Source: an optimization exercise on an open RTL-to-GDS flow (aim: small area, a short achievable clock period and few clock cycles per item). Production flows keep margins and buffers that such runs may drop. In this exercise RTL edits were held to simulation tests only and were not proved equivalent to the original.

==> flow/design.v (outline; a module is shown in full before it is edited, if it fits) <==
// module g96_mixer: 605 lines
module g96_mixer (
    input  wire         clk,
    input  wire         rst,           
    input  wire         in_valid,
    output wire         in_ready,
    input  wire [63:0]  in_key,
    input  wire [31:0]  in_stream,
    input  wire [7:0]   in_purpose,
    input  wire [63:0]  in_pos,
    input  wire         in_quick,
    output wire         out_valid,
    input  wire         out_ready,
    output wire [127:0] out_block
);
  // ...
==> flow/flow/run.sh <==
#!/bin/bash
# The standard layout, with three changes:
#  - the port buffers are the smallest buffer (buf_1) instead of the one
#    buffer_ports picks by default;
#  - timing repair is asked to leave setup slack to spare at the design's
#    clock (the clock and constraints are the design's own);
#  - after the standard synthesis, flow/polfix.py re-chooses the polarity of
#    the full adders to drop inverters (same logic, same registers), and the
#    layout is made from that netlist.
set -euo pipefail
export BUFFER_PORTS_ARGS="-buffer_cell sky130_fd_sc_hd__buf_1"
export SETUP_SLACK_MARGIN=12.5
R="$PWD/orfs/results/${FLOW_PLATFORM}/g96_mixer/base"
bash standard.sh "$R/1_2_yosys.v" > synth_make.log 2>&1
cp "$R/1_2_yosys.v" "$R/1_2_yosys.standard.v"
python3 flow/polfix.py "$R/1_2_yosys.standard.v" "$R/1_2_yosys.polfix.v" > polfix.log 2>&1
cp "$R/1_2_yosys.polfix.v" "$R/1_2_yosys.v"
bash standard.sh > standard_make.log 2>&1
==> flow/flow/polfix.py <==
#!/usr/bin/env python3
"""Re-choose the polarity of full adders in a mapped sky130 netlist.

A full adder is self-dual: FA(~a, ~b, ~c) = (~sum, ~cout). Yosys's adder
extraction leaves many inverters between full adders; this pass flips full
adders (feeding them the complements of their inputs, so their outputs carry
the complements of their old values) where that lets inverters go, and then
rebuilds the inverters the loads need, one per net. The logic function of
every register input and output port is unchanged.

usage: polfix.py IN.v OUT.v
"""
import re, sys
from collections import defaultdict

src = open(sys.argv[1]).read()
OUT = ('X', 'Y', 'SUM', 'COUT', 'Q', 'Q_N')
cell_re = re.compile(r'^(\s*)(sky130_fd_sc_hd__\w+)\s+(\S+)\s*\((.*?)\);\n', re.S | re.M)
pin_re = re.compile(r'\.(\w+)\(\s*([^()]*?)\s*\)')

m = re.search(r'module\s+\w+\s*\(([^)]*)\)', src)
ports = set(p.strip() for p in m.group(1).split(','))
def is_port(n):
    b = n.lstrip('\\').split('[')[0].strip()
    return b in ports

cells = []
for mm in cell_re.finditer(src):
    pins = [(p, n.strip()) for p, n in pin_re.findall(mm.group(4))]
    cells.append({'ty': mm.group(2), 'name': mm.group(3), 'pins': pins,
                  'span': mm.span(), 'ind': mm.group(1)})
short = lambda ty: ty.replace('sky130_fd_sc_hd__', '')
isinv = lambda c: re.match(r'(clk)?inv_\d+$', short(c['ty'])) is not None
isfa = lambda c: short(c['ty']).startswith('fa_')

drv = {}
for i, c in enumerate(cells):
    for p, n in c['pins']:
        if p in OUT:
            drv[n] = i

def base(n):
    par = 0
    while n in drv and isinv(cells[drv[n]]) and not is_port(n):
        n = dict(cells[drv[n]]['pins'])['A']; par ^= 1
    return n, par

# loads: (cell, pin, base, parity); ports driven by inverters are loads too
loads = []
for i, c in enumerate(cells):
    if isinv(c) and not any(is_port(n) for p, n in c['pins'] if p in OUT):
        continue
    for p, n in c['pins']:
        if p in OUT:
            continue
        b, par = base(n)
        loads.append((i, p, b, par))

fa_idx = [i for i, c in enumerate(cells) if isfa(c)
          and not any(is_port(n) for p, n in c['pins'] if p in OUT)]
flip = defaultdict(int)

def req_pol(i, b, par):
    pol = par
    if flip[i]:
        pol ^= 1
    if b in drv and flip[drv[b]]:
        pol ^= 1
    return pol

def cost():
    need = defaultdict(set)
    for i, p, b, par in loads:
        need[b].add(req_pol(i, b, par))
    return sum(1 for s in need.values() if 1 in s)

by_base = defaultdict(list)
for L in loads:
    by_base[L[2]].append(L)
fa_bases = {}
for i in fa_idx:
    c = cells[i]
    bs = set()
    for p, n in c['pins']:
        if p in OUT:
            bs.add(n)
        else:
            bs.add(base(n)[0])
    fa_bases[i] = bs
def local(bs):
    k = 0
    for b in bs:
        s = set(req_pol(i, b, par) for i, p, b2, par in by_base[b])
        k += 1 in s
    return k

before = cost()
for it in range(30):
    changed = False
    for i in fa_idx:
        bs = fa_bases[i]
        c0 = local(bs)
        flip[i] ^= 1
        if local(bs) < c0:
            changed = True
        else:
            flip[i] ^= 1
    if not changed:
        break
after = cost()

# rebuild: one inverter per base net that some load needs inverted
inv_of = {}
new_cells = []
k = 0
def inv_net(b):
    global k
    if b not in inv_of:
        k += 1
        w = f'_pol{k}_'
        inv_of[b] = w
        new_cells.append((w, b))
    return inv_of[b]
conn = {}
for i, p, b, par in loads:
    conn[(i, p)] = inv_net(b) if req_pol(i, b, par) else b

def esc(n):
    return n + ' ' if n.startswith('\\') else n
out = []
pos = 0
for i, c in enumerate(cells):
    s, e = c['span']
    out.append(src[pos:s]); pos = e
    keep_inv = isinv(c) and any(is_port(n) for p, n in c['pins'] if p in OUT)
    if isinv(c) and not keep_inv:
        continue
    pins = []
    for p, n in c['pins']:
        if p not in OUT:
            n = conn[(i, p)]
        pins.append(f"    .{p}({esc(n)})")
    out.append(f"{c['ind']}{c['ty']} {c['name']} (\n" + ",\n".join(pins) + "\n  );\n")
tail = src[pos:]
decl = ''.join(f"  wire {w};\n" for w, b in new_cells)
insts = ''.join(f"  sky130_fd_sc_hd__inv_1 _polinv{j}_ (\n    .A({esc(b)}),\n    .Y({w})\n  );\n"
                for j, (w, b) in enumerate(new_cells))
text = ''.join(out)
# declarations go right after the port/wire declarations, before the first cell
first = text.index('sky130_fd_sc_hd__')
first = text.rindex('\n', 0, first) + 1
text = text[:first] + decl + text[first:] + insts + tail
open(sys.argv[2], 'w').write(text)
ninv = sum(1 for c in cells if isinv(c))
print(f"polfix: {len(fa_idx)} full adders, {sum(flip[i] for i in fa_idx)} flipped; "
      f"inverters {ninv} -> {len(new_cells) + sum(1 for c in cells if isinv(c) and any(is_port(n) for p, n in c['pins'] if p in OUT))}")
==> flow/standard.sh <==
#!/bin/bash
# synth_recipe.tcl (not shown) runs the flow's synth.tcl, then flattens the netlist and writes it again
# the make line also repeats each setting of config.mk as NAME=value (left out here)
make -C /OpenROAD-flow-scripts/flow DESIGN_CONFIG=/design/flow/config.mk WORK_HOME=/design/flow/orfs CLKGATE_MAP_FILE= SYNTH_SCRIPT=/design/flow/synth_recipe.tcl "${@:-finish}"
==> flow/config.mk <==
export PLATFORM = sky130hd
export DESIGN_NAME = g96_mixer
export DESIGN_NICKNAME = g96_mixer
export VERILOG_FILES = /design/flow/design.v
export SDC_FILE = /design/flow/constraint.sdc
export NUM_CORES = 4
export LEC_CHECK = 0
export CAP_MARGIN = 20
export CORE_MARGIN = 2
export CORE_UTILIZATION = 50
export CTS_BUF_LIST = sky130_fd_sc_hd__clkbuf_8
export CTS_CLUSTER_DIAMETER = 50
export CTS_CLUSTER_SIZE = 16
export SLEW_MARGIN = 20
==> flow/constraint.sdc <==
create_clock -name core_clock -period 20.0 [get_ports {clk}]
set_input_delay 4.0000 -clock core_clock [delete_from_list [all_inputs] [get_ports {clk}]]
set_output_delay 4.0000 -clock core_clock [all_outputs]
set_load 0.01 [all_outputs]
==> key figures, run 1 <==
Clock tree
  • Post-CTS Hold Buffers: 0
  • H-Tree Depth: 2
  • CTS root buf: clkbuf_8
  • TritonCTS Buffers: 41
  • Reg clk slew, reported paths: 0.10 ns

Placed design
  • Post-placement cell area: 25,500 sq um
  • Post-DP HPWL: 70,500 microns
  • Placed Cells: 3,191

Drt
  • Met1 WL: 34,800 microns
  • Routed Antenna Nets: 0
  • DR top layer: met4

Critical path
  • CP startpoint: a0[18]$_DFF_P_
  • Family with the most delay on the worst path: adder cells
  • Worst setup SP type: flip-flop
  • Critical path endpoint category: flip-flop
  • Worst r2r src: a0[18]$_DFF_P_
  • Critical path depth: 24
  • Worst path required time: 20.54 ns

Floorplan
  • Die width: 222 microns
  • Row Count: 79
  • Num ports: 303
  • Die Height: 222 microns

STA
  • Final hold slack: 0.469 ns
  • FMAX: 0.136 GHz
  • Setup TNS: 0 ns

Global routing
  • Tot GR Track Use: 0.343
  • Met2 GRT Util: 0.569
  • Vias in the first global route: 18.9k
  • Met1 usage: 0.451

Finish
  • Register area: 6670 sq um
  • Inverters: 212
  • Most frequent cells in the layout: buf_1 (302), xnor2_1 (291), nand2_1 (213), fa_1 (204), inv_1 (187)
  • Multi-In Gates: 1,793
  • Fin cells: 3,339
  • Commonest non-fill, non-tap cell in the layout: buf_1

Worst hold path
  • Hold_sp: left[0]$_SDFF_PP0_
  • Hold EP: left[0]$_SDFF_PP0_

Synthesis
  • Synth Cell Area: 23,700 sq um
  • Yosys Warn Count: 1

Status
  • Status: no timing/DRC/antenna violations

Flow run
  • # Max-Cap Violations: 0
Testbench counts, summed over its fixed seeds: cycles 72,392, items 8,000.
==> run 2: changes to the inputs <==
--- a/flow/flow/run.sh
+++ b/flow/flow/run.sh
@@ -10,5 +10,5 @@
 set -euo pipefail
 export BUFFER_PORTS_ARGS="-buffer_cell sky130_fd_sc_hd__buf_1"
-export SETUP_SLACK_MARGIN=12.5
+export SETUP_SLACK_MARGIN=12.2
 R="$PWD/orfs/results/${FLOW_PLATFORM}/g96_mixer/base"
 bash standard.sh "$R/1_2_yosys.v" > synth_make.log 2>&1
==> run 2 against run 1 <==
- routed wire length shrank 0.41%
- sequential cell count unchanged
- synthesized cell count is the same
- clock skew decreased by 0.026 ns
- core utilization down 1.5 points
- global-route usage up 0.069 points
- count of clock-buffer cells in the layout decreased by 4
- cell count decreased by 1.2%
- largest cell class unchanged
==> key figures, run 2 <==
Status
  • Status: no timing/DRC/antenna violations (unchanged)

Worst hold path
  • Depth of the worst hold-timing path: 1 (unchanged)
  • Worst Hold Class: reg2reg (unchanged)
  • Hold EP: left[0]$_SDFF_PP0_ (unchanged)
  • Hold_sp: left[0]$_SDFF_PP0_ (unchanged)

STA
  • Final Hold Violating Endpoints: 0 (unchanged)
  • Fin crit share: 0.381 (was 0.367)
  • Post-route clock skew: 0.0552 ns (was 0.0814 ns)
  • FMAX: 0.131 GHz (was 0.136 GHz)
  • Slew @ Worst Pin: 0.960 ns (was 1.09 ns)
  • Setup TNS: 0 ns (unchanged)
  • Worst slew margin: 0.360 (was 0.276)
  • Final setup viols: 0 (unchanged)
  • Slew Viols, Final: 0 (unchanged)
  • Tmin final: 7.62 ns (was 7.33 ns)
  • RSZ-0062 raised after global routing: yes (was no)

Clock tree
  • Total clock sinks: 264 (unchanged)
  • CTS Buffer Depth: 3 (unchanged)
  • Skew-Pair Late Insertion Delay: 0.63 ns (was 0.68 ns)
  • CTS root buf: clkbuf_8 (unchanged)
  • H-Tree Depth: 2 (unchanged)
  • Post-CTS Hold Buffers: 0 (unchanged)
  • Reg clk slew, reported paths: 0.09 ns (was 0.10 ns)
  • TritonCTS Buffers: 37 (was 41)
  • CTS tree: built (unchanged)

Finish
  • Commonest non-fill, non-tap cell in the layout: buf_1 (unchanged)
  • Nets: 3,252 (was 3,289)
  • Ratio of cells with drive above 1 in the final layout: 0.100 (was 0.141)
  • Largest register FFs: 64 (unchanged)
  • Biggest register: ob (unchanged)
  • Ant. Diodes: 0 (unchanged)
  • Final core utilization: 0.577 (was 0.592)
  • Most frequent cells in the layout: buf_1 (302), xnor2_1 (294), nand2_1 (213), fa_1 (206) (was buf_1 (302), xnor2_1 (291), nand2_1 (213), fa_1 (204), inv_1 (187))
  • Final instance area: 26,900 sq um (was 27,600 sq um)
  • Area grow syn2layout: 13.5% (was 16.6%)

Drt
  • Drt pass-1 iters: 17 (was 25)
  • DRT iter0 DRCs: 1,399 (was 1,629)
  • # DRC: 0 (unchanged)
  • WL per Instance: 25.7 microns (was 25.5 microns)
  • Via Count: 18.8k (was 19.1k)
  • Routed vias/inst: 5.71 (about the same)
  • Post-Route WL: 84,900 microns (was 85,200 microns)
  • Routed Antenna Nets: 0 (unchanged)

Synthesis
  • Synth Cell Area: 23,700 sq um (unchanged)
  • Syn Nets: 2,905 (unchanged)
  • Post-Synthesis Cells: 2,315 (unchanged)
  • Yosys Warn Count: 1 (unchanged)
  • Post-synthesis average cell area: 10.2 sq um (unchanged)

Critical path
  • Worst Path Max Fanout: 6 (unchanged)
  • Reg2Reg Depth: 25 (was 24)
  • Worst setup SP type: flip-flop (unchanged)
  • RR Endpoint: a0[31]$_DFF_P_ (unchanged)
  • Worst setup path category: reg2reg (unchanged)
  • Worst r2r src: a0[13]$_DFF_P_ (was a0[18]$_DFF_P_)
  • Worst path required time: 20.50 ns (was 20.54 ns)
  • Critical Path AT: 8.12 ns (was 7.87 ns)
  • Critical path endpoint category: flip-flop (unchanged)
  • R2R Setup Slk: 12.38 ns (was 12.67 ns)

Global routing
  • Vias in the first global route: 19.0k (was 18.9k)
  • Total gr overflow: 0 (unchanged)
  • Tot GR Track Use: 0.344 (was 0.343)
  • Initial antenna violation count: 0 (was 1)
  • Wire length of the first global-routing pass: 124,000 microns (was 123,000 microns)
  • Largest net degree at the start of global routing: 84 (was 199)

Floorplan
  • Starting Density: 0.508 (unchanged)
  • Die Height: 222 microns (unchanged)
  • Num ports: 303 (unchanged)
  • Row Count: 79 (unchanged)
  • DIE AREA: 49,200 sq um (unchanged)
  • Die width: 222 microns (unchanged)
  • Floorplan Core Area: 46,700 sq um (unchanged)

Placed design
  • Post-DP HPWL: 71,500 microns (was 70,500 microns)
  • Routability Congestion: 1.01 (was 0.998)
  • Post-placement cell area: 25,500 sq um (about the same)
  • IO Port Bufs: 302 (unchanged)

Flow run
  • # Max-Cap Violations: 0 (unchanged)
-- run 2: layout make-up --
cell class | count | area, sq um
Sequential cell | 264 | 6610
Fill cell | 4227 | 19700
Timing Repair Buffer | 354 | 1520
Multi-Input combinational cell | 1793 | 16300
Clock buffer | 38 | 523
Tap cell | 607 | 759
Inverter | 212 | 845
Clock inverter | 30 | 310
-- run 2: worst max path at each step --
stage / end / from / cells past startpoint
floorplan: k1[26]$_DFF_P_ / out_ready / 21
global placement: a0[30]$_DFF_P_ / a0[1]$_DFF_P_ / 26
detailed placement: a0[31]$_DFF_P_ / a0[1]$_DFF_P_ / 26
CTS: a0[31]$_DFF_P_ / a0[6]$_DFF_P_ / 29
global route: a0[31]$_DFF_P_ / a0[6]$_DFF_P_ / 29
finish: a0[31]$_DFF_P_ / a0[13]$_DFF_P_ / 25
-- run 2: worst max-delay path, stage by stage (launching register included) --
cell	delay [ns]
dfxtp_1	0.47
inv_2	0.14
fa_2	0.66
fa_1	0.46
fa_1	0.51
ha_1	0.33
ha_1	0.41
nand4_1	0.14
nor2_2	0.18
o21ai_0	0.21
a32oi_2	0.39
a31oi_2	0.16
xnor2_1	0.34
ha_1	0.43
ha_1	0.44
a21o_1	0.21
a21oi_1	0.22
o211ai_1	0.22
a41oi_2	0.36
o21a_1	0.19
o31ai_2	0.11
nand3_1	0.13
nand2_1	0.11
a221oi_2	0.29
xor2_1	0.13
mux2_2	0.26
-- run 2: per-layer routing --
metal  wire (microns)  vias to the layer above  track usage  share of wire
li1                 -                     8570            -              -
met2            40800                      786        0.577           0.48
met3             5290                      179       0.0384          0.062
met4             4590                        0        0.168          0.054
met1            34200                     9312        0.443           0.40
met5                0                        -            0              0
-- run 2: through the flow --
| stage | instances | worst slack (ns) | hold slack (ns) |
|---|---|---|---|
| floorplan | 2315 | 12.34 | 0.430 |
| global placement | 3193 | 11.86 | 0.447 |
| detailed placement | 3193 | 11.76 | 0.463 |
| CTS | 3267 | 12.19 | 0.485 |
| global route | 3298 | 12.10 | 0.502 |
| finish | 3298 | 12.38 | 0.476 |
-- run 2: repair_timing --
action                                 CTS  global route
setup buffers                            6            31
endpoints found under the hold margin    0             0
pin swaps                                0            10
setup endpoints to repair               30            33
gates resized for setup                 20            66
==> run 3: changes to the inputs <==
--- a/flow/flow/run.sh
+++ b/flow/flow/run.sh
@@ -10,5 +10,5 @@
 set -euo pipefail
 export BUFFER_PORTS_ARGS="-buffer_cell sky130_fd_sc_hd__buf_1"
-export SETUP_SLACK_MARGIN=12.2
+export SETUP_SLACK_MARGIN=12.9
 R="$PWD/orfs/results/${FLOW_PLATFORM}/g96_mixer/base"
 bash standard.sh "$R/1_2_yosys.v" > synth_make.log 2>&1
==> run 3 against run 2 <==
- still clean
- routed wire length is 1.5% higher
- first-iteration DRC count is 6.1% higher
- fmax is 7.7% higher
- cell count is 2.7% higher
- design area is 7.8% higher
- area after synthesis stayed put
- global-route usage is 0.19 points higher
- via count is 1.6% higher
- largest cell class unchanged
- highest routed layer unchanged
==> key figures, run 3 <==
Finish
  • Most frequent cells in the layout: buf_1 (302), xnor2_1 (279), nand2_1 (212), fa_1 (201), inv_1 (175) (was buf_1 (302), xnor2_1 (294), nand2_1 (213), fa_1 (206))
  • Largest register FFs: 64 (unchanged)
  • Nets: 3,339 (was 3,252)
  • Ratio of cells with drive above 1 in the final layout: 0.189 (was 0.100)
  • Ant. Diodes: 0 (unchanged)
  • Final core utilization: 0.622 (was 0.577)
  • Area grow syn2layout: 22.4% (was 13.5%)
  • Fillers: 3,951 (was 4,227)
  • Commonest non-fill, non-tap cell in the layout: buf_1 (unchanged)
  • Biggest register: ob (unchanged)

Critical path
  • Worst setup path category: reg2reg (unchanged)
  • Worst path max stage delay: 0.50 ns (was 0.66 ns)
  • Worst r2r src: a2[17]$_DFF_P_ (was a0[13]$_DFF_P_)
  • CP max-delay cell: fa_1 (was fa_2)
  • Worst Path Max Fanout: 5 (was 6)
  • Worst setup SP type: flip-flop (unchanged)
  • Critical Path End: ob[63]$_DFFE_PP_ (was a0[31]$_DFF_P_)
  • R2R Setup Slk: 12.93 ns (was 12.38 ns)
  • Critical Path AT: 7.43 ns (was 8.12 ns)
  • Critical path endpoint category: flip-flop (unchanged)
  • Reg2Reg Depth: 29 (was 25)
  • CP startpoint: a2[17]$_DFF_P_ (was a0[13]$_DFF_P_)
  • RR Endpoint: ob[63]$_DFFE_PP_ (was a0[31]$_DFF_P_)
  • Most numerous cell on the critical path: fa_1 (was ha_1)
  • Worst path required time: 20.36 ns (was 20.50 ns)

Floorplan
  • Floorplan Core Area: 46,700 sq um (unchanged)
  • Die width: 222 microns (unchanged)
  • Row Count: 79 (unchanged)
  • Starting Density: 0.508 (unchanged)
  • DIE AREA: 49,200 sq um (unchanged)
  • Die Height: 222 microns (unchanged)
  • Num ports: 303 (unchanged)

Worst hold path
  • Worst Hold Class: reg2reg (unchanged)

Global routing
  • Vias in the first global route: 19.8k (was 19.0k)
  • Largest net degree at the start of global routing: 76 (was 84)
  • Wire length of the first global-routing pass: 125,000 microns (was 124,000 microns)
  • Met2 GRT Util: 0.574 (was 0.577)
  • Total gr overflow: 0 (unchanged)
  • Most Used Layer, Global Route: met2 (unchanged)
  • Met1 usage: 0.433 (was 0.443)
  • Routing usage on met3: 0.0440 (was 0.0384)
  • Tot GR Track Use: 0.346 (was 0.344)
  • Initial antenna violation count: 4 (was 0)

STA
  • Slew Viols, Final: 0 (unchanged)
  • Slew @ Worst Pin: 0.925 ns (was 0.960 ns)
  • RSZ-0062 raised after global routing: yes (unchanged)
  • Post-route clock skew: 0.0417 ns (was 0.0552 ns)
  • FMAX: 0.141 GHz (was 0.131 GHz)
  • Worst slew margin: 0.384 (was 0.360)
  • Final Hold Violating Endpoints: 0 (unchanged)
  • Setup TNS: 0 ns (unchanged)
  • Final setup viols: 0 (unchanged)
  • Fin crit share: 0.354 (was 0.381)
  • Tmin final: 7.07 ns (was 7.62 ns)
  • PnR worst setup slack: 12.93 ns (was 12.38 ns)

Clock tree
  • CTS root buf: clkbuf_8 (unchanged)
  • CTS Buffer Depth: 3 (unchanged)
  • H-Tree Depth: 2 (unchanged)
  • Reg clk slew, reported paths: 0.09 ns (about the same)
  • TritonCTS Buffers: 40 (was 37)
  • Post-CTS Hold Buffers: 0 (unchanged)
  • Total clock sinks: 264 (unchanged)
  • Skew-Pair Late Insertion Delay: 0.64 ns (was 0.63 ns)
  • CTS tree: built (unchanged)

Placed design
  • Pre-CTS setup slack: 11.78 ns (was 11.76 ns)
  • Post-DP HPWL: 69,000 microns (was 71,500 microns)
  • Routability Congestion: 0.981 (was 1.01)
  • IO Port Bufs: 302 (unchanged)

Status
  • Status: no timing/DRC/antenna violations (unchanged)

Drt
  • # DRC: 0 (unchanged)
  • Routed vias/inst: 5.65 (was 5.71)
  • WL per Instance: 25.4 microns (was 25.7 microns)
  • DRT iter0 DRCs: 1,485 (was 1,399)
  • Via Count: 19.1k (was 18.8k)
  • Post-Route WL: 86,200 microns (was 84,900 microns)
  • Routed Antenna Nets: 0 (unchanged)
  • Drt pass-1 iters: 26 (was 17)

Synthesis
  • Synth Cell Area: 23,700 sq um (unchanged)
  • Post-Synthesis Cells: 2,315 (unchanged)
  • Yosys Warn Count: 1 (unchanged)
  • Post-synthesis average cell area: 10.2 sq um (unchanged)
  • Syn Nets: 2,905 (unchanged)

Flow run
  • # Max-Cap Violations: 0 (unchanged)
-- run 3: per-layer routing --
metal | vias to the layer above | wire length (microns) | share of wire
met5 | - | 0 | 0
met4 | 0 | 5690 | 0.066
met3 | 219 | 5070 | 0.059
met2 | 784 | 41100 | 0.48
met1 | 9401 | 34300 | 0.40
li1 | 8736 | - | -
-- run 3: worst min path at each step --
stage                               endpoint  slack [ns]                from  cells after the start
after floorplan           left[0]$_SDFF_PP0_        0.43  left[0]$_SDFF_PP0_                      1
after global placement    left[0]$_SDFF_PP0_        0.45  left[0]$_SDFF_PP0_                      1
after detailed placement  left[0]$_SDFF_PP0_        0.46  left[0]$_SDFF_PP0_                      1
after CTS                 left[0]$_SDFF_PP0_        0.49  left[0]$_SDFF_PP0_                      1
after global routing      left[0]$_SDFF_PP0_        0.51  left[0]$_SDFF_PP0_                      1
final                     left[0]$_SDFF_PP0_        0.48  left[0]$_SDFF_PP0_                      1
-- run 3: layout make-up --
cell class	count	area, sq um	area share
clock inverter	33	339	0.0117
sequential	264	6700	0.231
tap	607	759	0.0262
inverter	212	878	0.0303
multi-input combinational	1793	17600	0.606
clock buffer	40	551	0.0190
timing repair buffer	438	2210	0.0761
-- run 3: timing repair --
action / 4_1_cts / 5_1_grt
pin swaps: 64 / 93
setup buffers: 65 / 56
endpoints found under the setup margin: 91 / 66
gates resized for setup: 226 / 138
-- run 3: through the flow --
| step | cells | hold slack, ns | cell area [sq um] |
|---|---|---|---|
| 6_report | 3387 | 0.479 | 29000 |
| 4_1_cts | 3331 | 0.490 | 27800 |
| 3_5_place_dp | 3193 | 0.461 | 25500 |
| 2_1_floorplan | 2315 | 0.430 | 23800 |
| 3_3_place_gp | 3193 | 0.447 | 25500 |
| 5_1_grt | 3387 | 0.511 | 29000 |
-- run 3: worst max-delay path: cells and delay by family (launching register included) --
family	cells	cell delay [ns]
AO/OA/AOI/OAI	13	2.66
AND/OR/NAND/NOR	4	0.52
adder cells (fa/ha/maj)	6	2.24
flip-flops	1	0.42
buffers and inverters	3	0.33
XOR/XNOR	3	0.64
==> run 4: changes to the inputs <==
--- a/flow/flow/run.sh
+++ b/flow/flow/run.sh
@@ -10,5 +10,5 @@
 set -euo pipefail
 export BUFFER_PORTS_ARGS="-buffer_cell sky130_fd_sc_hd__buf_1"
-export SETUP_SLACK_MARGIN=12.9
+export SETUP_SLACK_MARGIN=12.5
 R="$PWD/orfs/results/${FLOW_PLATFORM}/g96_mixer/base"
 bash standard.sh "$R/1_2_yosys.v" > synth_make.log 2>&1
--- a/flow/config.mk
+++ b/flow/config.mk
@@ -12,3 +12,4 @@
 export CTS_CLUSTER_DIAMETER = 50
 export CTS_CLUSTER_SIZE = 16
+export PLACE_DENSITY = 0.72
 export SLEW_MARGIN = 20
==> run 4 against run 3 <==
- still clean
- routed wire length shrank 6.1%
- sequential share of layout area rose by 0.84 points
- fmax is 4.2% lower
- die area unchanged
- design area is 4.1% lower
- worst hold slack lost 0.0081 ns
- area after synthesis stayed put
- critical endpoint is now a2[31]$_DFF_P_
- highest routed layer unchanged
==> key figures, run 4 <==
Critical path
  • R2R Setup Slk: 12.61 ns (was 12.93 ns)
  • RR Endpoint: a2[31]$_DFF_P_ (was ob[63]$_DFFE_PP_)
  • Worst setup SP type: flip-flop (unchanged)
  • Family with the most delay on the worst path: compound AO/OA/AOI/OAI gates (unchanged)
  • Worst Path Max Fanout: 5 (unchanged)
  • Most numerous cell on the critical path: ha_1 (was fa_1)
  • Worst r2r src: a2[6]$_DFF_P_ (was a2[17]$_DFF_P_)
  • Critical path cell sequence: clkinvlp_4, buf_4, fa_1, fa_1, ha_1, ha_1, a2111oi_1, nor2_1, a31o_2, xor2_1, ha_1, a211oi_1, o21ai_1, a221oi_2, a221oi_2, o41ai_4, o21ai_2, a31oi_1, xnor2_1, xnor3_2, nand2_1, o21ai_1
  • CP max-delay cell: a2111oi_1 (was fa_1)
  • Worst path max stage delay: 0.66 ns (was 0.50 ns)
  • Worst setup path category: reg2reg (unchanged)
  • Critical path endpoint category: flip-flop (unchanged)
  • WP buf/inv: 2 (was 3)
  • Reg2Reg Depth: 22 (was 29)
  • Critical Path AT: 7.88 ns (was 7.43 ns)
  • Worst path required time: 20.50 ns (was 20.36 ns)

Finish
  • Area grow syn2layout: 17.4% (was 22.4%)
  • Largest register FFs: 64 (unchanged)
  • Commonest non-fill, non-tap cell in the layout: buf_1 (unchanged)
  • Most frequent cells in the layout: buf_1 (302), xnor2_1 (284), nand2_1 (212), fa_1 (207), inv_1 (190) (was buf_1 (302), xnor2_1 (279), nand2_1 (212), fa_1 (201), inv_1 (175))
  • Fin cells: 3,328 (was 3,387)
  • Biggest register: ob (unchanged)
  • Area taken by multi-input logic gates: 16,900 sq um (was 17,600 sq um)
  • Ratio of cells with drive above 1 in the final layout: 0.140 (was 0.189)
  • Register area: 6660 sq um (was 6700 sq um)
  • Fillers: 4,032 (was 3,951)
  • Nets: 3,282 (was 3,339)

Drt
  • Via Count: 19.0k (was 19.1k)
  • DRT iter0 DRCs: 1,461 (was 1,485)
  • Routed vias/inst: 5.71 (was 5.65)
  • WL per Instance: 24.3 microns (was 25.4 microns)
  • # DRC: 0 (unchanged)
  • Drt pass-1 iters: 18 (was 26)
  • Routed Antenna Nets: 0 (unchanged)
  • Post-Route WL: 80,900 microns (was 86,200 microns)

Flow run
  • # Max-Cap Violations: 0 (unchanged)

Clock tree
  • Total clock sinks: 264 (unchanged)
  • Post-CTS Hold Buffers: 0 (unchanged)
  • CTS tree: built (unchanged)
  • Skew-Pair Late Insertion Delay: 0.67 ns (was 0.64 ns)
  • H-Tree Depth: 2 (unchanged)
  • CTS Buffer Depth: 3 (unchanged)
  • CTS root buf: clkbuf_8 (unchanged)
  • TritonCTS Buffers: 36 (was 40)
  • Reg clk slew, reported paths: 0.08 ns (was 0.09 ns)

Floorplan
  • DIE AREA: 49,200 sq um (unchanged)
  • Floorplan Core Area: 46,700 sq um (unchanged)
  • Num ports: 303 (unchanged)
  • Die width: 222 microns (unchanged)
  • Row Count: 79 (unchanged)
  • Die Height: 222 microns (unchanged)
  • Starting Density: 0.508 (unchanged)

Global routing
  • Largest net degree at the start of global routing: 92 (was 76)
  • Tot GR Track Use: 0.326 (was 0.346)
  • Vias in the first global route: 19.3k (was 19.8k)
  • Wire length of the first global-routing pass: 119,000 microns (was 125,000 microns)
  • Total gr overflow: 0 (unchanged)
  • Initial antenna violation count: 1 (was 4)

STA
  • Slew @ Worst Pin: 0.994 ns (was 0.925 ns)
  • Final Hold Violating Endpoints: 0 (unchanged)
  • RSZ-0062 raised after global routing: yes (unchanged)
  • Slew Viols, Final: 0 (unchanged)
  • Post-route clock skew: 0.0369 ns (was 0.0417 ns)
  • Setup TNS: 0 ns (unchanged)
  • Final setup viols: 0 (unchanged)
  • Tmin final: 7.39 ns (was 7.07 ns)
  • FMAX: 0.135 GHz (was 0.141 GHz)
  • Worst slew margin: 0.328 (was 0.384)
  • PnR worst setup slack: 12.61 ns (was 12.93 ns)
  • Fin crit share: 0.369 (was 0.354)

Synthesis
  • Syn Nets: 2,905 (unchanged)
  • Synth Cell Area: 23,700 sq um (unchanged)
  • Post-synthesis average cell area: 10.2 sq um (unchanged)
  • Yosys Warn Count: 1 (unchanged)
  • Post-Synthesis Cells: 2,315 (unchanged)

Placed design
  • IO Port Bufs: 302 (unchanged)
  • Placed Cells: 3,190 (was 3,193)
  • Pre-CTS setup slack: 11.42 ns (was 11.78 ns)
  • Post-DP HPWL: 66,800 microns (was 69,000 microns)
  • Routability Congestion: 0.970 (was 0.981)

Worst hold path
  • Depth of the worst hold-timing path: 1 (unchanged)
  • Hold EP: left[0]$_SDFF_PP0_ (unchanged)
  • Worst Hold Class: reg2reg (unchanged)
  • Hold_sp: left[0]$_SDFF_PP0_ (unchanged)

Status
  • Status: no timing/DRC/antenna violations (unchanged)
-- run 4: cell types whose count changed in the layout (fill, tap and decap cells not counted), moves of 13 or more --
| cell | before | now |
|---|---|---|
| buf_4 | 126 | 80 |
| ha_1 | 144 | 174 |
| ha_4 | 49 | 19 |
| dfxtp_4 | 32 | 19 |
| inv_1 | 175 | 190 |
-- run 4: worst register-to-register path: cells and delay by family (launching register included) --
family,cells,cell delay [ns]
compound gates,10,3.09
flops,1,0.46
buf+inv,2,0.45
xor+xnor,3,1.05
fa+ha+maj,5,1.94
simple gates,2,0.24
-- run 4: final cells by class --
class / count / area share
antenna: 1 / 0.0000899
clock buffer: 38 / 0.0188
clock inverter: 28 / 0.0122
inverter: 212 / 0.0309
multi-input combinational: 1793 / 0.607
sequential: 264 / 0.239
tap: 607 / 0.0273
timing repair buffer: 385 / 0.0641
-- run 4: per-stage QoR --
step | instance area [sq um] | utilization | hold WS, ns
after floorplan | 23700 | - | 0.430
after global placement | 25500 | 0.546 | 0.451
after detailed placement | 25500 | 0.546 | 0.461
after CTS | 26900 | 0.577 | 0.478
after global routing | 27800 | 0.596 | 0.497
final | 27800 | 0.596 | 0.470
-- run 4: how the worst max path moves through the flow --
stage                     slack (ns)      startpoint        endpoint  depth (start not counted)
after floorplan                12.52       out_ready  k1[26]$_DFF_P_                         21
after global placement         11.59   a0[1]$_DFF_P_  a0[31]$_DFF_P_                         26
after detailed placement       11.42   a0[1]$_DFF_P_  a0[31]$_DFF_P_                         26
after CTS                      12.44  a0[17]$_DFF_P_  a0[31]$_DFF_P_                         26
after global routing           12.41  a0[10]$_DFF_P_  a0[31]$_DFF_P_                         28
final                          12.61   a2[6]$_DFF_P_  a2[31]$_DFF_P_                         22
-- run 4: repair_timing --
action	in CTS	in global routing
resized for setup	86	134
endpoints found under the setup margin	60	52
setup buffers	29	42
hold endpoints to repair	0	0
pin swaps	12	39
-- run 4: per-layer routing --
layer  track usage  wire (microns)  vias to the layer above  part of all wire
met5             0               0                        -                 0
met2         0.546           38500                      819              0.48
met4         0.121            3400                        0             0.042
met3        0.0685            6360                      167             0.079
li1              -               -                     8620                 -
met1         0.415           32600                     9406              0.40

[afterwards: timing with drivers on the ports]
Ports are ideal in the flow. The routed layouts listed here were re-timed in OpenROAD. Step 1 (the two cells are an assumption about what drives the block):
set clk [get_ports {clk}]
set_driving_cell -lib_cell sky130_fd_sc_hd__clkbuf_16 $clk
set_driving_cell -lib_cell sky130_fd_sc_hd__buf_2 [delete_from_list [all_inputs] $clk]
Step 2, shift: input delay + t, output delay - t, t = (earliest + latest rising clock arrival at the registers) / 2. This alone moves slack from input paths to output paths. a / b / c = no drivers / after step 1 / after step 2; a / b = the first two.
| run | shift t [ns] | setup slack, ns | hold slack, ns | worst register clock-pin slew, ns |
|---|---|---|---|---|
| run 1 | 0.694 | 12.669 / 12.669 / 12.109 | 0.469 / 0.469 / 0.469 | 0.10 / 0.10 |
| run 2 | 0.657 | 12.379 / 12.379 / 11.916 | 0.476 / 0.476 / 0.476 | 0.10 / 0.10 |
| run 3 | 0.679 | 12.925 / 12.925 / 12.300 | 0.479 / 0.479 / 0.479 | 0.10 / 0.10 |
| run 4 | 0.704 | 12.614 / 12.614 / 12.141 | 0.470 / 0.470 / 0.470 | 0.09 / 0.09 |
After both steps every run listed still meets setup and hold. For run 3, which loses most, drivers alone change the setup slack by 0.000 ns; drivers and shift together by -0.625 ns.
